This design comes from an exercise in tuning for small area on the open sky130 flow, not from production work. Function was checked by simulation only, so behaviour that the tests miss may differ from the original. No activity file was given, so power comes from the tool's default toggle rates.

### flow/flow/run.sh
#!/bin/bash
# The standard layout (standard.sh), with two changes: the port buffers are
# the smallest buffer cell, and clock tree synthesis uses small clock
# buffers, larger sink clusters and no dummy loads.
set -euo pipefail
export BUFFER_PORTS_ARGS="-buffer_cell sky130_fd_sc_hd__buf_1"
export CTS_ARGS="-sink_clustering_enable -repair_clock_nets -dont_use_dummy_load -buf_list {sky130_fd_sc_hd__clkbuf_8} -sink_clustering_size 18 -sink_clustering_max_diameter 100"
bash standard.sh > standard.log 2>&1
### flow/standard.sh
#!/bin/bash
# synth_recipe.tcl (not shown) runs the flow's synth.tcl, then flattens the netlist and writes it again
# the make line also repeats each setting of config.mk as NAME=value (left out here)
make -C /OpenROAD-flow-scripts/flow DESIGN_CONFIG=/design/flow/config.mk WORK_HOME=/design/flow/orfs CLKGATE_MAP_FILE= SYNTH_SCRIPT=/design/flow/synth_recipe.tcl "${@:-finish}"
### flow/config.mk
export PLATFORM = sky130hd
export DESIGN_NAME = sinc4_decim
export DESIGN_NICKNAME = sinc4_decim
export VERILOG_FILES = /design/flow/design.v
export SDC_FILE = /design/flow/constraint.sdc
export NUM_CORES = 4
export LEC_CHECK = 0
export CAP_MARGIN = 10
export CORE_MARGIN = 2
export CORE_UTILIZATION = 65
export PLACE_DENSITY = 0.8
export SLEW_MARGIN = 10
### flow/constraint.sdc
create_clock -name core_clock -period 20.0 [get_ports {clk}]
set_input_delay 4.0000 -clock core_clock [delete_from_list [all_inputs] [get_ports {clk}]]
set_output_delay 4.0000 -clock core_clock [all_outputs]
set_load 0.01 [all_outputs]
### flow/design.v
module sinc4_chan #(
    parameter integer TAP = 0           
) (
    input  wire        clk,
    input  wire        bit_in,
    input  wire        cap_first,       
    input  wire        cap_pair,        
    input  wire        nofirst,         
    input  wire        consume,         
    input  wire        clr,
    input  wire [17:0] ca,
    input  wire [17:0] cb,
    input  wire [18:0] cab,
    output wire [23:0] tap,
    output wire        tap_next         
);
    reg        f, a, b;
    reg [23:0] r0, r1, r2, r3;
    wire        s_ab = consume & a & b;
    wire        s_a  = consume & a & ~b;
    wire        s_b  = consume & ~a & b;
    wire [18:0] addend = ({19{s_ab}} & cab) |
                         ({19{s_a}}  & {1'b0, ca}) |
                         ({19{s_b}}  & {1'b0, cb});
    wire [23:0] base   = r0 & {24{~clr}};
    wire [23:0] sum;
    wire [24:0] cy;
    assign cy[0] = 1'b0;
    genvar i;
    generate
        for (i = 0; i < 24; i = i + 1) begin : g_add
            wire ad = (i < 19) ? addend[i] : 1'b0;
            assign sum[i]  = base[i] ^ ad ^ cy[i];
            assign cy[i+1] = (base[i] & ad) | (cy[i] & (base[i] ^ ad));
        end
    endgenerate
    always @(posedge clk) begin
        if (cap_first)
            f <= bit_in;
        if (cap_pair) begin
            a <= f & ~nofirst;
            b <= bit_in;
        end
        r0 <= r1;
        r1 <= r2;
        r2 <= r3;
        r3 <= sum;
    end
    assign tap      = (TAP == 0) ? r0 : (TAP == 1) ? r1 : (TAP == 2) ? r2 : r3;
    assign tap_next = (TAP == 0) ? r1[23] : (TAP == 1) ? r2[23] : (TAP == 2) ? r3[23] : r0[23];
endmodule
module sinc4_add #(
    parameter integer W = 8
) (
    input  wire [W-1:0] a,
    input  wire [W-1:0] b,
    input  wire         ci,
    output wire [W-1:0] s,
    output wire         co
);
    wire [W:0] cy;
    assign cy[0] = ci;
    genvar i;
    generate
        for (i = 0; i < W; i = i + 1) begin : g_bit
            assign s[i]    = a[i] ^ b[i] ^ cy[i];
            assign cy[i+1] = (a[i] & b[i]) | (cy[i] & (a[i] ^ b[i]));
        end
    endgenerate
    assign co = cy[W];
endmodule
module sinc4_decim (
    input  wire         clk,
    input  wire         rst,
    input  wire   [1:0] osr_sel,
    input  wire   [7:0] inv,
    input  wire [255:0] offset,      
    input  wire  [30:0] ovr_lim,
    input  wire         bit_valid,
    input  wire   [7:0] bits,
    output reg          out_valid,
    output wire   [2:0] out_ch,
    output reg   [31:0] out_data,
    output reg          out_ovr
);
    wire r64 = (osr_sel == 2'd0) | (osr_sel == 2'd3);
    wire r32 = (osr_sel == 2'd1);
    reg        phase;        
    reg        nofirst;      
    reg  [4:0] pc;           
    reg  [1:0] blk;          
    reg  [2:0] cnt;          
    reg        pr_dec;       
    reg        pr_shift;     
    reg        pr_hi;        
    reg  [4:0] pr_o2;        
    reg  [1:0] pr_blk;       
    reg  [1:0] ph;           
    reg        init;         
    wire [4:0] pc_last = r64 ? 5'd31 : r32 ? 5'd15 : 5'd7;
    wire       take    = bit_valid & ~rst;
    wire       cap_first = take & ~phase;
    wire       cap_pair  = take & phase;
    wire       consume   = (cnt != 3'd0);
    wire       pc_hi     = (pc >= pc_last - 5'd1);
    always @(posedge clk) begin
        if (rst) begin
            phase    <= 1'b1;
            nofirst  <= 1'b1;
            pc       <= pc_last - 5'd1;
            blk      <= 2'd0;
            cnt      <= 3'd0;
            ph       <= 2'd0;
            init     <= 1'b1;
            pr_dec   <= 1'b0;
            pr_shift <= 1'b0;
            pr_hi    <= 1'b0;
            pr_o2    <= 5'd0;
            pr_blk   <= 2'd0;
        end else begin
            ph <= ph + 2'd1;
            if (ph == 2'd3)
                init <= 1'b0;
            if (consume)
                cnt <= cnt - 3'd1;
            if (take)
                phase <= ~phase;
            if (cap_pair) begin
                nofirst  <= 1'b0;
                cnt      <= 3'd4;
                pr_dec   <= (pc == pc_last - 5'd2);
                pr_shift <= (pc == pc_last);
                pr_hi    <= pc_hi;
                pr_o2    <= pc_hi ? pc - pc_last + 5'd1 : pc + 5'd2;
                pr_blk   <= blk;
                pc       <= (pc == pc_last) ? 5'd0 : pc + 5'd1;
                if (pc == pc_last)
                    blk <= blk + 2'd1;
            end
        end
    end
    wire [1:0] role  = ph - pr_blk;
    wire [1:0] piece = 2'd3 - role + {1'b0, pr_hi};
    wire       clr   = init | (consume & pr_shift & (role == 2'd0));
    reg [30:0] g0, g1, g2, g3;      
    reg [30:0] g_init;
    always @(*) begin
        case (ph)
            2'd0: g_init = {13'sd0, 18'd0};
            2'd1: g_init = r64 ? {-13'sd2080, 18'd45760} :
                           r32 ? {-13'sd528,  18'd5984}  :
                                 {-13'sd136,  18'd816};
            2'd2: g_init = r64 ? {13'sd64,    18'd174720} :
                           r32 ? {13'sd32,    18'd21824}  :
                                 {13'sd16,    18'd2720};
            default: g_init = r64 ? {13'sd2016, 18'd41664} :
                              r32 ? {13'sd496,  18'd4960}  :
                                    {13'sd120,  18'd560};
        endcase
    end
    wire [30:0] g_cur = init ? g_init : g0;
    wire [17:0] gc    = g_cur[17:0];
    wire [12:0] gd1   = g_cur[30:18];
    wire [7:0] o1  = {2'b00, pr_o2, 1'b0};
    wire [7:0] o3;
    sinc4_add #(.W(8)) u_o3 (.a(o1), .b({1'b0, pr_o2, 2'b00}), .ci(1'b0), .s(o3), .co());
    wire [7:0] rr  = r64 ? 8'd64 : r32 ? 8'd32 : 8'd16;
    reg  [7:0] k2, x2;
    reg        n2;
    reg  [3:0] d3;
    always @(*) begin
        case (piece)
            2'd0: begin k2 = 8'd0;        x2 = o1; n2 = 1'b0; d3 = 4'sd1;  end
            2'd1: begin k2 = rr;          x2 = o3; n2 = 1'b1; d3 = -4'sd3; end
            2'd2: begin k2 = -{rr, 1'b0}; x2 = o3; n2 = 1'b0; d3 = 4'sd3;  end
            default: begin k2 = rr;       x2 = o1; n2 = 1'b1; d3 = -4'sd1; end
        endcase
    end
    wire [7:0] gd2;
    sinc4_add #(.W(8)) u_gd2 (.a(k2), .b(x2 ^ {8{n2}}), .ci(n2), .s(gd2), .co());
    wire [13:0] u1;
    wire  [8:0] u2;
    wire [17:0] nc;
    wire [12:0] nd1;
    sinc4_add #(.W(14)) u_u1 (.a({gd1, 1'b0}), .b({{6{gd2[7]}}, gd2}), .ci(1'b0), .s(u1), .co());
    sinc4_add #(.W(9))  u_u2 (.a({gd2, 1'b0}), .b({{5{d3[3]}}, d3}), .ci(1'b0), .s(u2), .co());
    wire [13:0] u1g = u1 & {14{consume}};
    wire  [8:0] u2g = u2 & {9{consume}};
    sinc4_add #(.W(18)) u_nc  (.a(gc), .b({{4{u1g[13]}}, u1g}), .ci(1'b0), .s(nc), .co());
    sinc4_add #(.W(13)) u_nd1 (.a(gd1), .b({{4{u2g[8]}}, u2g}), .ci(1'b0), .s(nd1), .co());
    always @(posedge clk) begin
        g0 <= g1;
        g1 <= g2;
        g2 <= g3;
        g3 <= {nd1, nc};
    end
    wire [17:0] ca  = gc;
    wire [17:0] cb;
    wire [18:0] cab;
    sinc4_add #(.W(18)) u_cb  (.a(gc), .b({{5{gd1[12]}}, gd1}), .ci(1'b0), .s(cb), .co());
    sinc4_add #(.W(18)) u_cab (.a(gc), .b(cb), .ci(1'b0), .s(cab[17:0]), .co(cab[18]));
    wire [23:0] tap [0:7];
    wire  [7:0] tap_next;
    genvar g;
    generate
        for (g = 0; g < 8; g = g + 1) begin : g_ch
            sinc4_chan #(.TAP(3 - (g % 4))) u_ch (
                .clk(clk), .bit_in(bits[g]), .cap_first(cap_first),
                .cap_pair(cap_pair), .nofirst(nofirst), .consume(consume),
                .clr(clr), .ca(ca), .cb(cb), .cab(cab), .tap(tap[g]), .tap_next(tap_next[g]));
        end
    endgenerate
    reg       rd_valid;
    reg [2:0] rd_ch;
    reg [1:0] m;      
    always @(posedge clk) begin
        if (rst) begin
            rd_valid <= 1'b0;
            rd_ch    <= 3'd0;
            m        <= 2'd0;
        end else if (consume & pr_dec & (role == 2'd0)) begin
            rd_valid <= 1'b1;
            rd_ch    <= 3'd0;
        end else if (rd_valid) begin
            rd_ch <= rd_ch + 3'd1;
            if (rd_ch == 3'd7) begin
                rd_valid <= 1'b0;
                if (m != 2'd3)
                    m <= m + 2'd1;
            end
        end
    end
    wire [7:0] sel = 8'd1 << rd_ch;
    assign out_ch = rd_ch - 3'd1;     
    reg [23:0] v;
    reg [31:0] off_k;
    integer k;
    always @(*) begin
        v = 24'd0;
        off_k = 32'd0;
        for (k = 0; k < 8; k = k + 1) begin
            v     = v | ({24{sel[k]}} & tap[k]);
            off_k = off_k | ({32{sel[k]}} & offset[32*k +: 32]);
        end
    end
    wire inv_k  = |(sel & inv);
    wire next_k = |(sel & tap_next);
    wire        m3  = (m == 2'd3);
    wire        pos = r64 ? (m3 & (v == 24'd0) & next_k) : r32 ? v[20] : v[16];
    wire [23:0] vs  = r64 ? v : r32 ? {v[19:0], 4'd0} : {v[15:0], 8'd0};
    reg  [23:0] cs;
    always @(*) begin
        case (m)
            2'd0:    cs = r64 ? 24'd360360  : r32 ? 24'd371008  : 24'd391680;
            2'd1:    cs = r64 ? 24'd4238000 : r32 ? 24'd4281728 : 24'd4369408;
            2'd2:    cs = r64 ? 24'd8050088 : r32 ? 24'd8061248 : 24'd8083968;
            default: cs = 24'd8388608;
        endcase
    end
    wire        neg = m3 & (vs == 24'd0) & ~pos;
    wire [23:0] pp_, nn_;
    sinc4_add #(.W(24)) u_pp (.a(vs), .b(~cs), .ci(~pos), .s(pp_), .co());
    sinc4_add #(.W(24)) u_nn (.a(cs), .b(~vs), .ci(~neg), .s(nn_), .co());
    wire [31:0] x1 = inv_k ? {nn_, {7{neg}}, pos | neg} : {pp_, {8{pos}}};
    wire [22:0] mag = pp_[23] ? nn_[22:0] : pp_[22:0];
    wire        ge;
    sinc4_add #(.W(23)) u_cmp (.a(mag), .b(~ovr_lim[30:8]), .ci(ovr_lim[7:0] == 8'd0),
                               .s(), .co(ge));
    wire        above = pos | neg | ge;
    wire [32:0] diff;
    sinc4_add #(.W(33)) u_diff (.a({x1[31], x1}), .b({~off_k[31], ~off_k}), .ci(1'b1),
                                .s(diff), .co());
    wire [31:0] x = (diff[32] == diff[31]) ? diff[31:0] :
                    diff[32] ? 32'h8000_0000 : 32'h7FFF_FFFF;
    reg [2:0] os [0:7];             
    wire      ovr     = os[0][0];
    wire [1:0] ovr_cnt = os[0][2:1];
    reg       ovr_next;
    reg [1:0] cnt_next;
    always @(*) begin
        ovr_next = ovr;
        cnt_next = 2'd0;
        if (above != ovr) begin
            if (ovr_cnt == 2'd3)
                ovr_next = ~ovr;
            else
                cnt_next = ovr_cnt + 2'd1;
        end
    end
    always @(posedge clk) begin
        out_valid <= rd_valid & ~rst;
        out_data  <= x;
        out_ovr   <= ovr_next;
    end
    integer i;
    always @(posedge clk) begin
        if (rst) begin
            for (i = 0; i < 8; i = i + 1)
                os[i] <= 3'd0;
        end else if (rd_valid) begin
            for (i = 0; i < 7; i = i + 1)
                os[i] <= os[i + 1];
            os[7] <= {cnt_next, ovr_next};
        end
    end
endmodule
==> results of run 1 <==
[stage by stage]
step           area (sq um)   util  setup slack [ns]
2_1_floorplan         40200      -              1.00
3_3_place_gp          42200  0.686             0.293
3_5_place_dp          42200  0.686             0.137
4_1_cts               43000  0.700             0.871
5_1_grt               43100  0.700             0.124
6_report              43100  0.700             0.854
[cell usage in the layout, fill, tap and decap left out, drive strengths merged, types with 7 or more instances in the layout]
master	n
o21ai	230
mux2	54
fa	297
edfxtp	29
a22oi	42
a21o	13
and3	15
a21oi	45
o211ai	14
o31ai	10
a31oi	10
inv	321
nand3b	8
a22o	25
xnor2	28
xor2	15
nand2b	39
a222oi	105
nand2	586
a221oi	7
nor2	84
mux2i	138
dfxtp	976
a221o	25
clkbuf	63
o21a	9
maj3	9
nor4	7
and2	54
or2	11
ha	117
buf	414
nor3	21
nor2b	27
nand3	14
[power by group]
| part | leakage (nW) | internal [mW] | switching [mW] |
|---|---|---|---|
| Combinational | 9.25 | 0.666 | 1.08 |
| Clock | 0.439 | 0.273 | 0.578 |
| Sequential | 8.27 | 2.57 | 0.175 |
| Total | 18.0 | 3.51 | 1.83 |
[flip-flops by register name, indices dropped and copies added, names as in the netlist, 31 cells and up]
| register | count |
|---|---|
| g0 | 31 |
| g1 | 31 |
| g2 | 31 |
| g3 | 31 |
| g_ch.u_ch.r0 | 192 |
| g_ch.u_ch.r1 | 192 |
| g_ch.u_ch.r2 | 192 |
| g_ch.u_ch.r3 | 192 |
| out_data | 32 |
[cells by family (layout without fill, tap and decap cells)]
kind of cell,Yosys count,count (layout),synth area share
flip-flops,1005,1005,0.507
AND/OR/NAND/NOR,883,883,0.0962
AO/OA/AOI/OAI,565,565,0.0982
buffers and inverters,537,800,0.0522
adder cells (fa/ha/maj),423,423,0.186
multiplexers,192,192,0.0495
XOR/XNOR,43,43,0.0100
other,0,5,0
[area by class of cell]
type,count,area [sq um]
clock buffers,61,840
multi-input cells,2106,17800
flip-flops and latches,1005,20400
diodes,5,12.5
inverters,323,1210
repair buffers,416,1830
well taps,790,988
fillers,4481,18400
[worst register-to-register path: cells and delay by family, from the launching register on]
| family | cells | cell delay, ns |
|---|---|---|
| buffers and inverters | 6 | 1.34 |
| multiplexers | 1 | 0.47 |
| AO/OA/AOI/OAI | 5 | 1.43 |
| AND/OR/NAND/NOR | 3 | 0.52 |
| flip-flops | 1 | 0.47 |
| adder cells (fa/ha/maj) | 33 | 13.05 |
[layer usage]
metal | routed length [um] | share of wire | up-vias | track usage
met5 | 18 | 0.00017 | - | 0
met4 | 6010 | 0.056 | 2 | 0.172
met3 | 10300 | 0.095 | 281 | 0.0766
met2 | 47700 | 0.44 | 1403 | 0.514
met1 | 43900 | 0.41 | 13338 | 0.451
li1 | - | - | 12519 | -
[worst paths after layout]
check                startpoint                  to  slack, ns  depth (start not counted)
max                  osr_sel[1]         out_data[2]       0.85                         47
min          g_ch[0].u_ch.r1[5]  g_ch[0].u_ch.r0[5]       0.27                          0
max reg2reg            rd_ch[0]         out_data[2]       2.64                         48
min reg2reg  g_ch[0].u_ch.r1[5]  g_ch[0].u_ch.r0[5]       0.27                          0
==> metrics.md, run 1 <==
| Metric | Value |
|---|---|
| Top_reg_cell synth | dfxtp_1 |
| Pins over their slew limit | 0 |
| Proportion of layout cells with a drive suffix above 1 | 0.0534 |
| Pwr Density | 124 mW/mm^2 |
| Post-CTS setup buffers | 0 |
| DR iter-0 viols | 3160 |
| Min Tclk post-route | 19.15 ns |
| TritonCTS clock tree | done |
| Core area | 0.0615 sq mm |
| Outcome | timing/DRC/antenna clean |
| Routability cong. | 0.948 |
| Fin crit share | 0.957 |
| Relative slew margins | 0.150 |
| Die height | 253 um |
| Seq/Total Area, Yosys | 0.507 |
| Die X | 253 um |
| Largest net degree at the start of global routing | 78 |
| Row count | 91 |
| Count leader, synth | dfxtp_1 |
| Nets | 4635 |
| Wirelength per Cell | 22.9 um |
| Clk Latency, worst-skew pair | 0.75 ns |
| Synth cell count leaders | dfxtp_1 (976), nand2_1 (586), inv_1 (319) |
| Synth warn | 7 |
| Endpoints failing setup | 0 |
| Syn Inst Count | 3648 |
| Port buffer count | 344 |
| Htree depth | 2 |
| Post-synth EDFFs | 29 |
| DRC Markers | 0 |
| Via count | 27543 |
| Worst-Margin Slew | 1.24 ns |
| Post-cts repair resize count | 0 |
| Clk sinks | 1005 |
| Area delta synth->final | 7.08% |
| FF+latch count, synth | 1005 |
| Synth unique cells | 72 |
| Overflow after GRT | 0 |
| Area share of the largest cell type after synthesis | 0.486 |
| # IOs | 345 |
| Setup TNS | 0 ns |
| Routed Antenna Nets | 0 |
| Top cells by area, synth | dfxtp_1 (49%), fa_1 (15%), nand2_1 (5.5%), ha_1 (3.6%), mux2i_1 (3.4%) |
| Kind of critical path | input port to flop |
| Clk buf depth | 3 |
| Startpoint Class | input port |
| First-pass GRT wire length | 160 mm |
| TritonCTS Buffers | 61 |
| Total GRT Usage | 0.336 |
| CP bufs+invs | 7 |
| Post-route insts no fill | 4706 |
| Synthesized area | 0.0402 sq mm |
| Worst path required time | 20.60 ns |
| Clock-pin slew of the registers on the worst-case setup and hold paths | 0.11 ns |
| Clock skew | 0.0866 ns |
| Mean Syn Cell Area | 11.0 sq um |
| Crit path max fanout | 31 |
| Crit-path slowest cell | fa_2 |
| Initial antenna violation count | 4 |
| DPL Wire Length | 77.8 mm |
| Hold Worst Slack | 0.267 ns |
| Fmax | 0.0522 GHz |
| Dpl cells | 4639 |
| CP arrival | 19.75 ns |
| Async S/R FF share, synth | 0 |
| Pre-antenna DRT Iters | 12 |
| Critical path's top delay family | adder cells |
| Root Driver | clkbuf_8 |
| Static leakage | 18.0 nW |
| CP peak stage delay | 0.57 ns |
| Largest area contributor in the netlist | dfxtp_1 |
| CP endpoint kind | flop |
| Vias in the first global route | 26717 |
| Fin. Hold Viols | 0 |
| Top cell by count, worst path | fa_1 |
| RSZ-0062 raised after global routing | no |
| Full die area | 0.0639 sq mm |
| Detailed-route wire length | 108 mm |
| Synth Net Count | 4370 |
| Vias per inst | 5.85 |
| Peak supply drop | 0.0000847 V |
| CTS Hold Buffers Added | 0 |
| Pwr Total | 5.34 mW |
| Max-Cap Viols | 0 |
| Hold Crit Class | flop to flop |
| Starting density of the core | 0.654 |
==> inputs of run 2 (changes only) <==
==> flow/flow/run.sh (replaced) <==
#!/bin/bash
# The standard layout (standard.sh), with two changes: the port buffers are
# the smallest buffer cell, and clock tree synthesis uses small clock
# buffers, larger sink clusters and no dummy loads.
set -euo pipefail
export BUFFER_PORTS_ARGS="-buffer_cell sky130_fd_sc_hd__buf_1"
export CTS_ARGS="-sink_clustering_enable -repair_clock_nets -dont_use_dummy_load -buf_list {sky130_fd_sc_hd__clkbuf_4 sky130_fd_sc_hd__clkbuf_8} -sink_clustering_size 20"
bash standard.sh > standard.log 2>&1
==> flow/config.mk (replaced) <==
export PLATFORM = sky130hd
export DESIGN_NAME = sinc4_decim
export DESIGN_NICKNAME = sinc4_decim
export VERILOG_FILES = /design/flow/design.v
export SDC_FILE = /design/flow/constraint.sdc
export NUM_CORES = 4
export LEC_CHECK = 0
export CAP_MARGIN = 20
export CORE_MARGIN = 2
export CORE_UTILIZATION = 55
export PLACE_DENSITY = 0.7
export SLEW_MARGIN = 20
==> run 2 against run 1 <==
Via count up 0.16%. Synthesized cell count unchanged. Largest cell class unchanged. Maximum frequency up 1.5%. Critical path depth up 3. Non-clock buffer count down 5. Global-route usage down 4.9 points.
==> metrics.md, run 2 <==
| Metric | Value |
|---|---|
| Synthesized area | 0.0402 sq mm (unchanged) |
| CP peak stage delay | 0.50 ns (was 0.57 ns) |
| Initial antenna violation count | 3 (was 4) |
| Nets | 4725 (was 4635) |
| Fmax | 0.0530 GHz (was 0.0522 GHz) |
| Endpoints failing setup | 0 (unchanged) |
| Top_reg_cell synth | dfxtp_1 (unchanged) |
| Worst path required time | 20.66 ns (was 20.60 ns) |
| Clock-pin slew of the registers on the worst-case setup and hold paths | 0.06 ns (was 0.11 ns) |
| DPL Wire Length | 77.3 mm (was 77.8 mm) |
| Fin crit share | 0.943 (was 0.957) |
| TritonCTS Buffers | 156 (was 61) |
| Proportion of layout cells with a drive suffix above 1 | 0.0747 (was 0.0534) |
| Clk sinks | 1005 (unchanged) |
| Crit path max fanout | 22 (was 31) |
| Pre-CTS setup slack | 0.314 ns (was 0.137 ns) |
| PnR worst setup slack | 1.14 ns (was 0.854 ns) |
| Synth unique cells | 72 (unchanged) |
| Pins over their slew limit | 0 (unchanged) |
| Die X | 274 um (was 253 um) |
| Area delta synth->final | 10.8% (was 7.08%) |
| Full die area | 0.0753 sq mm (was 0.0639 sq mm) |
| Outcome | timing/DRC/antenna clean (unchanged) |
| Dpl cells | 4804 (was 4639) |
| Peak supply drop | 0.0000914 V (was 0.0000847 V) |
| Relative slew margins | 0.192 (was 0.150) |
| Top cell by count, worst path | fa_1 (unchanged) |
| Post-CTS setup buffers | 0 (unchanged) |
| Wirelength per Cell | 21.9 um (was 22.9 um) |
| Post-cts repair resize count | 0 (unchanged) |
| First-pass GRT wire length | 161 mm (was 160 mm) |
| Htree depth | 4 (was 2) |
| Sequential cell area | 0.0204 sq mm (unchanged) |
| Vias per inst | 5.56 (was 5.85) |
| Overflow after GRT | 0 (unchanged) |
| Post-route insts no fill | 4962 (was 4706) |
| Row count | 99 (was 91) |
| Async S/R FF share, synth | 0 (unchanged) |
| Most frequent cells in the layout | dfxtp_1 (975), nand2_1 (586), buf_1 (343), inv_1 (317), fa_1 (297) (was dfxtp_1 (975), nand2_1 (586), buf_1 (343), inv_1 (317), fa_1 (296)) |
| Commonest non-fill, non-tap cell in the layout | dfxtp_1 (unchanged) |
| Pwr Density | 131 mW/mm^2 (was 124 mW/mm^2) |
| Count leader, synth | dfxtp_1 (unchanged) |
| Core area | 0.0727 sq mm (was 0.0615 sq mm) |
| Area share of the largest cell type after synthesis | 0.486 (unchanged) |
| CP arrival | 19.52 ns (was 19.75 ns) |
| Startpoint Class | input port (unchanged) |
| Synth warn | 7 (unchanged) |
| TritonCTS clock tree | done (unchanged) |
| Port buffer count | 344 (unchanged) |
| Root Driver | clkbuf_8 (unchanged) |
| Synth Net Count | 4370 (unchanged) |
| Min Tclk post-route | 18.86 ns (was 19.15 ns) |
| CP bufs+invs | 8 (was 7) |
| Cell area after layout | 0.0446 sq mm (was 0.0431 sq mm) |
| Top cells by area, synth | dfxtp_1 (49%), fa_1 (15%), nand2_1 (5.5%), ha_1 (3.6%), mux2i_1 (3.4%) (unchanged) |
| Total GRT Usage | 0.287 (was 0.336) |
| Die height | 274 um (was 253 um) |
| RSZ-0062 raised after global routing | no (unchanged) |
| Hold Crit Class | flop to flop (unchanged) |
| Synth cell count leaders | dfxtp_1 (976), nand2_1 (586), inv_1 (319) (unchanged) |
| Via count | 27588 (was 27543) |
| DR iter-0 viols | 2881 (was 3160) |
| Max-Cap Viols | 0 (unchanged) |
| CP endpoint kind | flop (unchanged) |
| Pre-antenna DRT Iters | 9 (was 12) |
| Cell Area, Placed | 0.0424 sq mm (was 0.0422 sq mm) |
| Seq/Total Area, Yosys | 0.507 (unchanged) |
| DRC Markers | 0 (unchanged) |
| Setup TNS | 0 ns (unchanged) |
| Clk Latency, worst-skew pair | 0.81 ns (was 0.75 ns) |
| Static leakage | 18.6 nW (was 18.0 nW) |
| Footprint of the multi-input gates | 0.0178 sq mm (about the same) |
| # IOs | 345 (unchanged) |
| Routability cong. | 0.925 (was 0.948) |
| Mean Syn Cell Area | 11.0 sq um (unchanged) |
| Worst-Margin Slew | 1.21 ns (was 1.24 ns) |
| Detailed-route wire length | 109 mm (was 108 mm) |
| Largest net degree at the start of global routing | 147 (was 78) |
| Critical path's top delay family | adder cells (unchanged) |
| CTS Hold Buffers Added | 0 (unchanged) |
| Largest area contributor in the netlist | dfxtp_1 (unchanged) |
| FF+latch count, synth | 1005 (unchanged) |
| Syn Inst Count | 3648 (unchanged) |
| Kind of critical path | input port to flop (unchanged) |
| Hold Worst Slack | 0.283 ns (was 0.267 ns) |
| Vias in the first global route | 26713 (was 26717) |
| Crit-path slowest cell | fa_1 (was fa_2) |
| Post-synth EDFFs | 29 (unchanged) |
| Starting density of the core | 0.553 (was 0.654) |
| Clock skew | 0.0811 ns (was 0.0866 ns) |
| Fin. Hold Viols | 0 (unchanged) |
| Fillers | 5974 (was 4481) |
| Routed Antenna Nets | 0 (unchanged) |
| Clk buf depth | 3 (unchanged) |
-- run 2: cell count changes in the layout (fill, tap and decap cells not counted) --
cell	change
fa_2	-1
buf_4	-5
fa_1	+1
a31oi_1	-1
buf_12	+1
diode_2	-3
clkbuf_8	+95
a31oi_2	+1
clkbuf_4	-1
-- run 2: final cells by class --
| class | instances | area share |
|---|---|---|
| Sequential cell | 1005 | 0.458 |
| Antenna cell | 2 | 0.000112 |
| Timing Repair Buffer | 411 | 0.0406 |
| Inverter | 323 | 0.0273 |
| Tap cell | 959 | 0.0269 |
| Multi-Input combinational cell | 2106 | 0.399 |
| Clock buffer | 156 | 0.0482 |
-- run 2: worst paths after layout --
path / from / to / slack, ns / depth (start not counted)
max reg2reg: rd_ch[0] / out_data[11] / 2.69 / 50
min reg2reg: g_ch[7].u_ch.r3[7] / g_ch[7].u_ch.r2[7] / 0.28 / 0
max: osr_sel[1] / out_data[11] / 1.14 / 50
min: g_ch[7].u_ch.r3[7] / g_ch[7].u_ch.r2[7] / 0.28 / 0
-- run 2: cell families after synthesis --
| logic type | Yosys count | synth area share |
|---|---|---|
| adders and majority gates | 423 | 0.186 |
| xor gates and xnor gates | 43 | 0.0100 |
| buffers and inverters | 537 | 0.0522 |
| and+or+nand+nor | 883 | 0.0962 |
| DFF | 1005 | 0.507 |
| AOI/OAI and AO/OA | 565 | 0.0982 |
| muxes | 192 | 0.0495 |
-- run 2: stage by stage --
stage | total power, mW | utilization
2_1_floorplan | 3.94 | -
5_1_grt | 6.21 | 0.613
4_1_cts | 5.86 | 0.613
3_5_place_dp | 4.48 | 0.583
6_report | 5.84 | 0.613
3_3_place_gp | 4.43 | 0.583
-- run 2: power by group --
group	switching [mW]	leakage, nW	internal [mW]
Clock	0.682	1.12	0.685
Combinational	1.05	9.23	0.662
Sequential	0.175	8.27	2.58
-- run 2: layer usage --
metal / routed length [um] / track usage
met5: 13 / 0
met3: 9660 / 0.0632
met4: 3720 / 0.121
met2: 49100 / 0.445
met1: 46100 / 0.391
==> inputs of run 3 (changes only) <==
--- a/flow/design.v
+++ b/flow/design.v
@@ -260,7 +260,7 @@
     wire        neg = m3 & (vs == 24'd0) & ~pos;
     wire [23:0] pp_, nn_;
     sinc4_add #(.W(24)) u_pp (.a(vs), .b(~cs), .ci(~pos), .s(pp_), .co());
-    sinc4_add #(.W(24)) u_nn (.a(cs), .b(~vs), .ci(~neg), .s(nn_), .co());
+    sinc4_add #(.W(24)) u_nn (.a(~pp_), .b(24'd0), .ci(~(pos | neg)), .s(nn_), .co());
     wire [31:0] x1 = inv_k ? {nn_, {7{neg}}, pos | neg} : {pp_, {8{pos}}};
     wire [22:0] mag = pp_[23] ? nn_[22:0] : pp_[22:0];
     wire        ge;
@@ -273,8 +273,9 @@
     wire [31:0] x = (diff[32] == diff[31]) ? diff[31:0] :
                     diff[32] ? 32'h8000_0000 : 32'h7FFF_FFFF;
     reg [2:0] os [0:7];             
-    wire      ovr     = os[0][0];
-    wire [1:0] ovr_cnt = os[0][2:1];
+    wire      first   = (m == 2'd0);
+    wire      ovr     = os[0][0] & ~first;
+    wire [1:0] ovr_cnt = os[0][2:1] & {2{~first}};
     reg       ovr_next;
     reg [1:0] cnt_next;
     always @(*) begin
@@ -294,10 +295,7 @@
     end
     integer i;
     always @(posedge clk) begin
-        if (rst) begin
-            for (i = 0; i < 8; i = i + 1)
-                os[i] <= 3'd0;
-        end else if (rd_valid) begin
+        if (rd_valid) begin
             for (i = 0; i < 7; i = i + 1)
                 os[i] <= os[i + 1];
             os[7] <= {cnt_next, ovr_next};
==> flow/flow/run.sh (replaced) <==
#!/bin/bash
# The standard layout (standard.sh), with two changes: the port buffers are
# the smallest buffer cell, and clock tree synthesis uses small clock
# buffers, larger sink clusters and no dummy loads.
set -euo pipefail
export BUFFER_PORTS_ARGS="-buffer_cell sky130_fd_sc_hd__buf_1"
export CTS_ARGS="-sink_clustering_enable -repair_clock_nets -dont_use_dummy_load -buf_list {sky130_fd_sc_hd__clkbuf_8} -sink_clustering_size 16 -sink_clustering_max_diameter 100"
bash standard.sh > standard.log 2>&1
==> flow/config.mk (replaced) <==
export PLATFORM = sky130hd
export DESIGN_NAME = sinc4_decim
export DESIGN_NICKNAME = sinc4_decim
export VERILOG_FILES = /design/flow/design.v
export SDC_FILE = /design/flow/constraint.sdc
export NUM_CORES = 4
export LEC_CHECK = 0
export CAP_MARGIN = 10
export CORE_MARGIN = 2
export CORE_UTILIZATION = 65
export PLACE_DENSITY = 0.8
export SLEW_MARGIN = 10
==> run 3 against run 2 <==
Core utilization rose by 9.5 points. Cell area is 3.9% lower. First-iteration DRC count up 18%. Largest power group unchanged. Clock power fell by 32%. Die area decreased by 16%. Non-clock buffer count is the same. Combinational power up 5%. Largest cell class unchanged. Cell count down 6.2%. Via count increased by 0.17%. Wire length decreased by 0.80%. Critical path depth decreased by 4. Still clean on timing, DRC and antenna.
==> metrics.md, run 3 <==
| Metric | Value |
|---|---|
| Post-synth EDFFs | 53 (was 29) |
| Total GRT Usage | 0.339 (was 0.287) |
| Vias per inst | 5.94 (was 5.56) |
| Fin. Hold Viols | 0 (unchanged) |
| Cell area after layout | 0.0428 sq mm (was 0.0446 sq mm) |
| Nets | 4587 (was 4725) |
| Area share of the largest cell type after synthesis | 0.478 (was 0.486) |
| Startpoint Class | input port (unchanged) |
| Pwr Density | 128 mW/mm^2 (was 131 mW/mm^2) |
| Fmax | 0.0527 GHz (was 0.0530 GHz) |
| Wirelength per Cell | 23.1 um (was 21.9 um) |
| DRC Markers | 0 (unchanged) |
| Peak supply drop | 0.000112 V (was 0.0000914 V) |
| Core area | 0.0605 sq mm (was 0.0727 sq mm) |
| Port buffer count | 344 (unchanged) |
| Static leakage | 18.0 nW (was 18.6 nW) |
| Pre-antenna DRT Iters | 11 (was 9) |
| Worst path required time | 20.54 ns (was 20.66 ns) |
| # IOs | 345 (unchanged) |
| Dpl cells | 4577 (was 4804) |
| Relative slew margins | 0.121 (was 0.192) |
| CP endpoint kind | flop (unchanged) |
| Clk Latency, worst-skew pair | 0.71 ns (was 0.81 ns) |
| Top cells by area, synth | dfxtp_1 (48%), fa_1 (14%), nand2_1 (5.4%), ha_1 (4.2%), edfxtp_1 (4.0%) (was dfxtp_1 (49%), fa_1 (15%), nand2_1 (5.5%), ha_1 (3.6%), mux2i_1 (3.4%)) |
| Top cell by count, worst path | fa_1 (unchanged) |
| Post-CTS setup buffers | 0 (unchanged) |
| Min Tclk post-route | 18.96 ns (was 18.86 ns) |
| Max-Cap Viols | 0 (unchanged) |
| TritonCTS clock tree | done (unchanged) |
| Pins over their slew limit | 0 (unchanged) |
| Hold Crit Class | flop to flop (unchanged) |
| Routed Antenna Nets | 0 (unchanged) |
| Worst-Margin Slew | 1.31 ns (was 1.21 ns) |
| Row count | 90 (was 99) |
| Overflow after GRT | 0 (unchanged) |
| DPL Wire Length | 77.6 mm (was 77.3 mm) |
| Footprint of the multi-input gates | 0.0172 sq mm (was 0.0178 sq mm) |
| Proportion of layout cells with a drive suffix above 1 | 0.0561 (was 0.0747) |
| Count leader, synth | dfxtp_1 (unchanged) |
| Crit path max fanout | 31 (was 22) |
| Synthesized area | 0.0399 sq mm (was 0.0402 sq mm) |
| Clock-pin slew of the registers on the worst-case setup and hold paths | 0.10 ns (was 0.06 ns) |
| CP arrival | 19.50 ns (was 19.52 ns) |
| Routability cong. | 0.994 (was 0.925) |
| Clk sinks | 1005 (unchanged) |
| Cell Area, Placed | 0.0418 sq mm (was 0.0424 sq mm) |
| Synth Net Count | 4313 (was 4370) |
| Die height | 252 um (was 274 um) |
| Kind of critical path | input port to flop (unchanged) |
| Detailed-route wire length | 108 mm (was 109 mm) |
| Mean Syn Cell Area | 11.1 sq um (was 11.0 sq um) |
| Most frequent cells in the layout | dfxtp_1 (951), nand2_1 (572), buf_1 (344), inv_1 (304), fa_1 (277) (was dfxtp_1 (975), nand2_1 (586), buf_1 (343), inv_1 (317), fa_1 (297)) |
| Synth cell count leaders | dfxtp_1 (952), nand2_1 (572), inv_1 (305) (was dfxtp_1 (976), nand2_1 (586), inv_1 (319)) |
| Area delta synth->final | 7.38% (was 10.8%) |
| Endpoints failing setup | 0 (unchanged) |
| Root Driver | clkbuf_8 (unchanged) |
| FF+latch count, synth | 1005 (unchanged) |
| Top_reg_cell synth | dfxtp_1 (unchanged) |
| CTS Hold Buffers Added | 0 (unchanged) |
| Commonest non-fill, non-tap cell in the layout | dfxtp_1 (unchanged) |
| Htree depth | 3 (was 4) |
| TritonCTS Buffers | 72 (was 156) |
| Die X | 252 um (was 274 um) |
| Largest net degree at the start of global routing | 72 (was 147) |
| Crit-path slowest cell | ha_1 (was fa_1) |
| First-pass GRT wire length | 160 mm (was 161 mm) |
| Largest area contributor in the netlist | dfxtp_1 (unchanged) |
| CP peak stage delay | 0.58 ns (was 0.50 ns) |
| Clock skew | 0.0513 ns (was 0.0811 ns) |
| Seq/Total Area, Yosys | 0.518 (was 0.507) |
| Post-cts repair resize count | 0 (unchanged) |
| DR iter-0 viols | 3407 (was 2881) |
| Starting density of the core | 0.660 (was 0.553) |
| Setup TNS | 0 ns (unchanged) |
| Sequential cell area | 0.0207 sq mm (was 0.0204 sq mm) |
| Async S/R FF share, synth | 0 (unchanged) |
| Hold Worst Slack | 0.311 ns (was 0.283 ns) |
| Via count | 27636 (was 27588) |
| Post-route insts no fill | 4653 (was 4962) |
| RSZ-0062 raised after global routing | no (unchanged) |
| Vias in the first global route | 26758 (was 26713) |
| Synth warn | 7 (unchanged) |
| Synth unique cells | 74 (was 72) |
| Clk buf depth | 3 (unchanged) |
| Syn Inst Count | 3595 (was 3648) |
| Fillers | 4329 (was 5974) |
| Full die area | 0.0634 sq mm (was 0.0753 sq mm) |
| Initial antenna violation count | 7 (was 3) |
| Final core occ | 0.708 (was 0.613) |
| Outcome | timing/DRC/antenna clean (unchanged) |
| Fin crit share | 0.948 (was 0.943) |
-- run 3: final timing paths --
| check | startpoint | to | slack [ns] | depth (start not counted) |
|---|---|---|---|---|
| max reg2reg | rd_ch[0] | out_data[7] | 2.63 | 46 |
| min | g1[8] | g0[8] | 0.31 | 0 |
| min reg2reg | g1[8] | g0[8] | 0.31 | 0 |
| max | osr_sel[0] | out_data[7] | 1.04 | 46 |
-- run 3: cell families (layout without fill, tap and decap cells) --
group,Yosys count,after routing,share of synthesized area
DFF,1005,1005,0.518
and+or+nand+nor,870,870,0.0954
AOI/OAI and AO/OA,581,581,0.102
buffers and inverters,522,794,0.0519
adders and majority gates,420,420,0.183
muxes,155,155,0.0406
xor gates and xnor gates,42,42,0.00922
other,0,4,0
-- run 3: final cells by class --
class / instances / area share
Antenna cell: 4 / 0.000234
Clock buffer: 72 / 0.0231
Inverter: 311 / 0.0273
Multi-Input combinational cell: 2068 / 0.402
Sequential cell: 1005 / 0.482
Tap cell: 782 / 0.0228
Timing Repair Buffer: 411 / 0.0419
-- run 3: critical path, delay by kind of cell --
kind | cells | cell delay [ns]
adder cells (fa/ha/maj) | 34 | 13.12
buffers and inverters | 7 | 1.17
AO/OA/AOI/OAI | 4 | 0.92
AND/OR/NAND/NOR | 1 | 0.29
-- run 3: power by group --
group	total [mW]	internal [mW]	leakage, nW	switching [mW]
clock	0.925	0.325	0.518	0.600
combinational	1.81	0.687	9.17	1.13
sequential	2.76	2.58	8.30	0.182
-- run 3: layer usage --
| layer | global-route usage | vias up | routed length (um) |
|---|---|---|---|
| met5 | 0 | - | 27 |
| met4 | 0.174 | 4 | 6190 |
| met3 | 0.0827 | 304 | 11400 |
| met2 | 0.510 | 1544 | 47000 |
| met1 | 0.459 | 13350 | 43000 |
| li1 | - | 12434 | - |
-- run 3: through the flow --
step                      worst slack [ns]  total power [mW]
final                                 1.04              5.50
after global routing                 0.303              5.83
after CTS                             1.09              5.48
after detailed placement             0.415              4.56
after global placement               0.550              4.49
after floorplan                       1.15              3.97
==> inputs of run 4 (changes only) <==
--- a/flow/config.mk
+++ b/flow/config.mk
@@ -5,6 +5,7 @@
 export SDC_FILE = /design/flow/constraint.sdc
 export NUM_CORES = 4
 export LEC_CHECK = 0
+export ABC_AREA = 1
 export CAP_MARGIN = 10
 export CORE_MARGIN = 2
 export CORE_UTILIZATION = 65
==> run 4 against run 3 <==
Critical path depth increased by 1. Clock skew increased by 0.0029 ns. Clock-buffer cell count unchanged. Core utilization increased by 0.82 points. Register-to-register slack got worse by 0.02 ns. Critical endpoint is now out_data[11]. Power decreased by 3.7%. Still clean on timing, DRC and antenna. Via count decreased by 1.8%.
==> metrics.md, run 4 <==
| Metric | Value |
|---|---|
| Static leakage | 17.2 nW (was 18.0 nW) |
| CP endpoint kind | flop (unchanged) |
| Overflow after GRT | 0 (unchanged) |
| Fin. Hold Viols | 0 (unchanged) |
| CTS Hold Buffers Added | 0 (unchanged) |
| Largest net degree at the start of global routing | 91 (was 72) |
| Die height | 246 um (was 252 um) |
| Pre-CTS setup slack | -0.0509 ns (was 0.415 ns) |
| Relative slew margins | 0.125 (was 0.121) |
| Pwr Total | 5.30 mW (was 5.50 mW) |
| Mean Syn Cell Area | 10.6 sq um (was 11.1 sq um) |
| Port buffer count | 344 (unchanged) |
| PnR worst setup slack | 0.953 ns (was 1.04 ns) |
| Row count | 88 (was 90) |
| Nets | 4667 (was 4587) |
| RSZ-0062 raised after global routing | no (unchanged) |
| Min Tclk post-route | 19.05 ns (was 18.96 ns) |
| Async S/R FF share, synth | 0 (unchanged) |
| Most frequent cells in the layout | dfxtp_1 (952), nand2_1 (663), inv_1 (507), buf_1 (344), fa_1 (277) (was dfxtp_1 (951), nand2_1 (572), buf_1 (344), inv_1 (304), fa_1 (277)) |
| Pins over their slew limit | 0 (unchanged) |
| Top cell by count, worst path | fa_1 (unchanged) |
| Routability cong. | 0.981 (was 0.994) |
| Pwr Density | 128 mW/mm^2 (about the same) |
| Post-cts repair resize count | 0 (unchanged) |
| Proportion of layout cells with a drive suffix above 1 | 0.0466 (was 0.0561) |
| Startpoint Class | input port (unchanged) |
| DRC Markers | 0 (unchanged) |
| Synth warn | 7 (unchanged) |
| TritonCTS clock tree | done (unchanged) |
| Cell Area, Placed | 0.0404 sq mm (was 0.0418 sq mm) |
| Count leader, synth | dfxtp_1 (unchanged) |
| Crit path max fanout | 31 (unchanged) |
| Outcome | timing/DRC/antenna clean (unchanged) |
| Largest area contributor in the netlist | dfxtp_1 (unchanged) |
| CP arrival | 19.56 ns (was 19.50 ns) |
| Detailed-route wire length | 112 mm (was 108 mm) |
| Core area | 0.0578 sq mm (was 0.0605 sq mm) |
| Post-CTS setup buffers | 0 (unchanged) |
| Htree depth | 3 (unchanged) |
| Via count | 27142 (was 27636) |
| TritonCTS Buffers | 72 (unchanged) |
| First-pass GRT wire length | 161 mm (was 160 mm) |
| Synth unique cells | 46 (was 74) |
| Top cells by area, synth | dfxtp_1 (50%), fa_1 (15%), nand2_1 (6.5%), inv_1 (5.1%), ha_1 (4.4%) (was dfxtp_1 (48%), fa_1 (14%), nand2_1 (5.4%), ha_1 (4.2%), edfxtp_1 (4.0%)) |
| Fmax | 0.0525 GHz (was 0.0527 GHz) |
| Seq/Total Area, Yosys | 0.542 (was 0.518) |
| Max-Cap Viols | 0 (unchanged) |
| Full die area | 0.0606 sq mm (was 0.0634 sq mm) |
| Clock-pin slew of the registers on the worst-case setup and hold paths | 0.09 ns (was 0.10 ns) |
| Initial antenna violation count | 10 (was 7) |
| Die X | 246 um (was 252 um) |
| Syn Inst Count | 3610 (was 3595) |
| Post-synth EDFFs | 53 (unchanged) |
| Hold Crit Class | flop to flop (unchanged) |
| Clk buf depth | 3 (unchanged) |
| Kind of critical path | input port to flop (unchanged) |
| Synth cell count leaders | dfxtp_1 (952), nand2_1 (665), inv_1 (514) (was dfxtp_1 (952), nand2_1 (572), inv_1 (305)) |
| Routed Antenna Nets | 0 (unchanged) |
| DR iter-0 viols | 2877 (was 3407) |
| Wirelength per Cell | 23.7 um (was 23.1 um) |
| Area delta synth->final | 8.62% (was 7.38%) |
| Worst path required time | 20.51 ns (was 20.54 ns) |
| CP peak stage delay | 0.58 ns (about the same) |
| Total GRT Usage | 0.367 (was 0.339) |
| Synth Net Count | 4328 (was 4313) |
| Clock skew | 0.0542 ns (was 0.0513 ns) |
| Endpoints failing setup | 0 (unchanged) |
| Pre-antenna DRT Iters | 6 (was 11) |
| Peak supply drop | 0.000132 V (was 0.000112 V) |
| FF+latch count, synth | 1005 (unchanged) |
| Vias in the first global route | 25986 (was 26758) |
| Clk Latency, worst-skew pair | 0.70 ns (was 0.71 ns) |
| Area share of the largest cell type after synthesis | 0.500 (was 0.478) |
| Vias per inst | 5.75 (was 5.94) |
| Crit-path slowest cell | fa_1 (was ha_1) |
| Top_reg_cell synth | dfxtp_1 (unchanged) |
| DPL Wire Length | 82.0 mm (was 77.6 mm) |
| Starting density of the core | 0.660 (about the same) |
| Fin crit share | 0.952 (was 0.948) |
| Commonest non-fill, non-tap cell in the layout | dfxtp_1 (unchanged) |
| Synthesized area | 0.0381 sq mm (was 0.0399 sq mm) |
| Clk sinks | 1005 (unchanged) |
| Cell area after layout | 0.0414 sq mm (was 0.0428 sq mm) |
| Root Driver | clkbuf_8 (unchanged) |
| Worst-Margin Slew | 1.31 ns (about the same) |
| # IOs | 345 (unchanged) |
==> run 4: cell count changes after synthesis, moves of 87 or more <==
cell | before | now
inv_1 | 305 | 514
o21ai_0 | 228 | 111
a222oi_1 | 109 | 0
mux2i_1 | 101 | 0
nand2_1 | 572 | 665
a221oi_1 | 20 | 107
==> run 4: area by class of cell <==
| cell class | instances | area [sq um] |
|---|---|---|
| clock buffers | 72 | 991 |
| flip-flops and latches | 1005 | 20600 |
| diodes | 9 | 22.5 |
| repair inverters | 1 | 7.51 |
| fillers | 4153 | 16400 |
| inverters | 542 | 2050 |
| well taps | 765 | 957 |
| multi-input cells | 1925 | 15000 |
| repair buffers | 402 | 1730 |
==> run 4: logic make-up after synthesis <==
family / count (synthesis) / synth area share
AO/OA/AOI/OAI: 494 / 0.0893
XOR/XNOR: 34 / 0.00781
adder cells (fa/ha/maj): 410 / 0.189
buffers and inverters: 680 / 0.0671
flip-flops: 1005 / 0.542
AND/OR/NAND/NOR: 987 / 0.105
==> run 4: through the flow <==
step | hold WS (ns) | TNS (ns) | instances | util
global placement | 0.309 | 0 | 4639 | 0.698
global route | 0.309 | 0 | 4720 | 0.716
CTS | 0.305 | 0 | 4711 | 0.715
floorplan | 0.310 | 0 | 3610 | -
detailed placement | 0.312 | -0.767 | 4639 | 0.698
finish | 0.306 | 0 | 4721 | 0.717
==> run 4: path summary, 6_finish.rpt <==
path              slack [ns]           startpoint  depth (start not counted)             endpoint
hold / removal          0.31  g_ch[7].u_ch.r1[19]                          0  g_ch[7].u_ch.r0[19]
hold reg to reg         0.31  g_ch[7].u_ch.r1[19]                          0  g_ch[7].u_ch.r0[19]
setup / recovery        0.95           osr_sel[0]                         47         out_data[11]
setup reg to reg        2.61             rd_ch[0]                         51         out_data[11]
==> run 4: worst max-delay path, delay by kind of cell <==
family	cells	cell delay [ns]
AO/OA/AOI/OAI	4	0.96
AND/OR/NAND/NOR	6	1.39
adder cells (fa/ha/maj)	32	12.46
buffers and inverters	5	0.77
==> run 4: routing by layer <==
| metal | part of all wire | up-vias | wire, um | track usage |
|---|---|---|---|---|
| met5 | 0.00012 | - | 13 | 0 |
| met4 | 0.075 | 2 | 8360 | 0.234 |
| met3 | 0.12 | 394 | 12900 | 0.104 |
| met2 | 0.43 | 1646 | 48000 | 0.550 |
| met1 | 0.38 | 12907 | 42400 | 0.469 |
| li1 | - | 12193 | - | - |
==> run 4: power by group <==
part / switching (mW) / internal (mW)
Clock: 0.589 / 0.325
Combinational: 1.07 / 0.557
Sequential: 0.175 / 2.58
Total: 1.84 / 3.47
==> inputs of run 5 (changes only) <==
--- a/flow/config.mk
+++ b/flow/config.mk
@@ -8,6 +8,6 @@
 export ABC_AREA = 1
 export CAP_MARGIN = 10
 export CORE_MARGIN = 2
-export CORE_UTILIZATION = 65
-export PLACE_DENSITY = 0.8
+export CORE_UTILIZATION = 72
+export PLACE_DENSITY = 0.86
 export SLEW_MARGIN = 10
==> run 5 against run 4 <==
Still clean. Synthesized cell count is the same. Sequential cell count is the same. Worst setup slack lost 0.11 ns. Clock skew grew 0.038 ns. Maximum frequency shrank 0.58%. Global-route usage grew 6.5 points. Die area shrank 9.6%. Register-to-register slack lost 0.02 ns. First-iteration DRC count grew 15%. Critical endpoint is now out_data[20].
==> metrics.md, run 5 <==
| Metric | Value |
|---|---|
| Outcome | timing/DRC/antenna clean (unchanged) |
| Seq/Total Area, Yosys | 0.542 (unchanged) |
| Detailed-route wire length | 118 mm (was 112 mm) |
| Setup TNS | 0 ns (unchanged) |
| Proportion of layout cells with a drive suffix above 1 | 0.0456 (was 0.0466) |
| Total GRT Usage | 0.432 (was 0.367) |
| First-pass GRT wire length | 169 mm (was 161 mm) |
| Full die area | 0.0548 sq mm (was 0.0606 sq mm) |
| DRC Markers | 0 (unchanged) |
| Fmax | 0.0522 GHz (was 0.0525 GHz) |
| Clk sinks | 1005 (unchanged) |
| WHS Path Cells | 0 (unchanged) |
| # IOs | 345 (unchanged) |
| Synth cell count leaders | dfxtp_1 (952), nand2_1 (665), inv_1 (514) (unchanged) |
| Pre-antenna DRT Iters | 15 (was 6) |
| Clk Latency, worst-skew pair | 0.73 ns (was 0.70 ns) |
| Crit path max fanout | 14 (was 31) |
| Cell Area, Placed | 0.0403 sq mm (was 0.0404 sq mm) |
| Hold Crit Class | flop to flop (unchanged) |
| CP peak stage delay | 0.55 ns (was 0.58 ns) |
| Static leakage | 17.2 nW (about the same) |
| Synth warn | 7 (unchanged) |
| Nets | 4665 (was 4667) |
| Vias per inst | 6.08 (was 5.75) |
| Hold Path Sink | g_ch[5].u_ch.r0[7] (was g_ch[7].u_ch.r0[19]) |
| Die X | 234 um (was 246 um) |
| Starting density of the core | 0.727 (was 0.660) |
| Largest net degree at the start of global routing | 88 (was 91) |
| Most frequent cells in the layout | dfxtp_1 (952), nand2_1 (663), inv_1 (509), buf_1 (344), fa_1 (277) (was dfxtp_1 (952), nand2_1 (663), inv_1 (507), buf_1 (344), fa_1 (277)) |
| Endpoint of the lowest-slack register-to-register path | out_data[20] (was out_data[11]) |
| TritonCTS Buffers | 72 (unchanged) |
| TritonCTS clock tree | done (unchanged) |
| Startpoint Class | input port (unchanged) |
| Area share of the largest cell type after synthesis | 0.500 (unchanged) |
| DPL Wire Length | 84.0 mm (was 82.0 mm) |
| CP endpoint kind | flop (unchanged) |
| Largest area contributor in the netlist | dfxtp_1 (unchanged) |
| Relative slew margins | 0.0667 (was 0.125) |
| Area delta synth->final | 8.35% (was 8.62%) |
| Kind of critical path | input port to flop (unchanged) |
| Commonest non-fill, non-tap cell in the layout | dfxtp_1 (unchanged) |
| Async S/R FF share, synth | 0 (unchanged) |
| Synth Net Count | 4328 (unchanged) |
| Top cells by area, synth | dfxtp_1 (50%), fa_1 (15%), nand2_1 (6.5%), inv_1 (5.1%), ha_1 (4.4%) (unchanged) |
| Crit-path slowest cell | fa_1 (unchanged) |
| FF-to-FF path depth | 53 (was 51) |
| R2R setup slack | 2.59 ns (was 2.61 ns) |
| Min Tclk post-route | 19.16 ns (was 19.05 ns) |
| Overflow after GRT | 0 (unchanged) |
| Cell area after layout | 0.0413 sq mm (was 0.0414 sq mm) |
| Row count | 84 (was 88) |
| Core area | 0.0524 sq mm (was 0.0578 sq mm) |
| Vias in the first global route | 27417 (was 25986) |
| FF+latch count, synth | 1005 (unchanged) |
| DR iter-0 viols | 3311 (was 2877) |
| Top cell by count, worst path | fa_1 (unchanged) |
| Via count | 28257 (was 27142) |
| CP arrival | 19.71 ns (was 19.56 ns) |
| Root Driver | clkbuf_8 (unchanged) |
| Pwr Total | 5.37 mW (was 5.30 mW) |
| Die height | 234 um (was 246 um) |
| Synth unique cells | 46 (unchanged) |
| Routed Antenna Nets | 0 (unchanged) |
| Syn Inst Count | 3610 (unchanged) |
| Clk buf depth | 3 (unchanged) |
| Port buffer count | 344 (unchanged) |
| Top_reg_cell synth | dfxtp_1 (unchanged) |
| Pins over their slew limit | 0 (unchanged) |
| Worst path required time | 20.56 ns (was 20.51 ns) |
| Initial antenna violation count | 14 (was 10) |
| Origin of the critical flop-to-flop path | rd_ch[0] (unchanged) |
| Post-route insts no fill | 4650 (was 4721) |
| Max-Cap Viols | 0 (unchanged) |
| Clock-pin slew of the registers on the worst-case setup and hold paths | 0.10 ns (was 0.09 ns) |
| Worst-Margin Slew | 1.40 ns (was 1.31 ns) |
| Peak supply drop | 0.000148 V (was 0.000132 V) |
| Clock skew | 0.0924 ns (was 0.0542 ns) |
| Post-synth EDFFs | 53 (unchanged) |
| Mean Syn Cell Area | 10.6 sq um (unchanged) |
| CTS Hold Buffers Added | 0 (unchanged) |
| HP Start | g_ch[5].u_ch.r1[7] (was g_ch[7].u_ch.r1[19]) |
| Wirelength per Cell | 25.4 um (was 23.7 um) |
| Fin. Hold Viols | 0 (unchanged) |
| Synthesized area | 0.0381 sq mm (unchanged) |
| Count leader, synth | dfxtp_1 (unchanged) |
| Fillers | 3230 (was 4153) |
| Pwr Density | 130 mW/mm^2 (was 128 mW/mm^2) |
| Routability cong. | 1.03 (was 0.981) |
| RSZ-0062 raised after global routing | no (unchanged) |
| Dpl cells | 4560 (was 4639) |
| Endpoints failing setup | 0 (unchanged) |
| Htree depth | 3 (unchanged) |
| Post-CTS setup buffers | 0 (unchanged) |
| Fin crit share | 0.958 (was 0.952) |
run 5: cell counts after synthesis:
No cell type changed its count.
run 5: final cells by class:
class / count / area, sq um / share of cell area
inverters: 542 / 2040 / 0.0494
diodes: 17 / 42.5 / 0.00103
well taps: 688 / 861 / 0.0208
repair inverters: 1 / 7.51 / 0.000182
repair buffers: 400 / 1710 / 0.0414
multi-input cells: 1925 / 15000 / 0.363
flip-flops and latches: 1005 / 20600 / 0.500
clock buffers: 72 / 991 / 0.0240
run 5: repair_timing:
action	4_1_cts	5_1_grt
gates resized for setup	0	6
endpoints found under the setup margin	0	31
hold endpoints to repair	0	0
run 5: how the worst max path moves through the flow:
stage,start,to,slack (ns),cells after the start
2_1_floorplan,osr_sel[1],out_data[10],1.23,50
3_3_place_gp,osr_sel[0],out_data[20],0.25,50
3_5_place_dp,osr_sel[0],out_data[20],-0.12,50
4_1_cts,osr_sel[0],out_data[20],0.53,50
5_1_grt,osr_sel[0],out_data[20],0.06,51
6_report,osr_sel[0],out_data[20],0.84,50
run 5: metal layers:
layer,global-route usage,routed length (um),vias up
met5,0.0134,113,-
met4,0.315,10100,6
met3,0.171,15400,570
met2,0.622,50400,1982
met1,0.527,42000,13471
li1,-,-,12228
run 5: report_power, final:
group	switching [mW]	internal, mW
sequential	0.187	2.59
clock	0.597	0.325
combinational	1.11	0.563
total	1.90	3.47
run 5: critical path, delay by kind of cell:
kind	cells	cell delay (ns)
AO/OA/AOI/OAI	4	0.85
adder cells (fa/ha/maj)	32	12.51
buffers and inverters	7	1.10
AND/OR/NAND/NOR	7	1.23
run 5: logic make-up (layout without fill, tap and decap cells):
family / after synthesis / after routing / share of synthesized area
DFF: 1005 / 1005 / 0.542
other: 0 / 17 / 0
buffers and inverters: 680 / 1015 / 0.0671
xor gates and xnor gates: 34 / 34 / 0.00781
and+or+nand+nor: 987 / 987 / 0.105
AOI/OAI and AO/OA: 494 / 494 / 0.0893
adders and majority gates: 410 / 410 / 0.189
run 5: stage by stage:
step | utilization | setup slack (ns) | hold slack [ns]
final | 0.788 | 0.842 | 0.274
after global routing | 0.787 | 0.0568 | 0.293
after CTS | 0.787 | 0.530 | 0.281
after detailed placement | 0.768 | -0.115 | 0.312
after global placement | 0.768 | 0.252 | 0.309
after floorplan | - | 1.23 | 0.310

[static timing again, ports no longer ideal]
The flow's constraints put no driver on any port. The routed layouts listed below were extracted and timed again, unchanged, in two steps.
Step 1 (the two cells are an assumption about what drives the block):
set clk [get_ports {clk}]
set_driving_cell -lib_cell sky130_fd_sc_hd__clkbuf_16 $clk
set_driving_cell -lib_cell sky130_fd_sc_hd__buf_2 [delete_from_list [all_inputs] $clk]
Step 2, shift: input delay + t, output delay - t, t = (earliest + latest rising clock arrival at the registers) / 2. This alone moves slack from input paths to output paths.
Three values: ideal ports, drivers, drivers and shift; two values: the first two.
run	t, ns	slack for setup (ns)	latest minus earliest clock arrival (ns)	slew at the worst register clock pin (ns)	worst data-port slew with drivers (ns)
run 1	0.767	0.854 / 0.857 / 0.090	0.087 / 0.088	0.12 / 0.12	0.15
run 2	0.833	1.135 / 1.162 / 0.329	0.084 / 0.084	0.07 / 0.07	0.13
run 3	0.736	1.042 / 1.070 / 0.334	0.052 / 0.053	0.12 / 0.12	0.20
run 4	0.736	0.953 / 0.972 / 0.236	0.054 / 0.055	0.11 / 0.11	0.17
run 5	0.742	0.842 / 0.869 / 0.126	0.093 / 0.093	0.11 / 0.11	0.19
After both steps setup and hold are still met in every run listed. The setup slack of run 2, which loses most, moves by +0.027 ns with the drivers and by -0.806 ns with both steps.
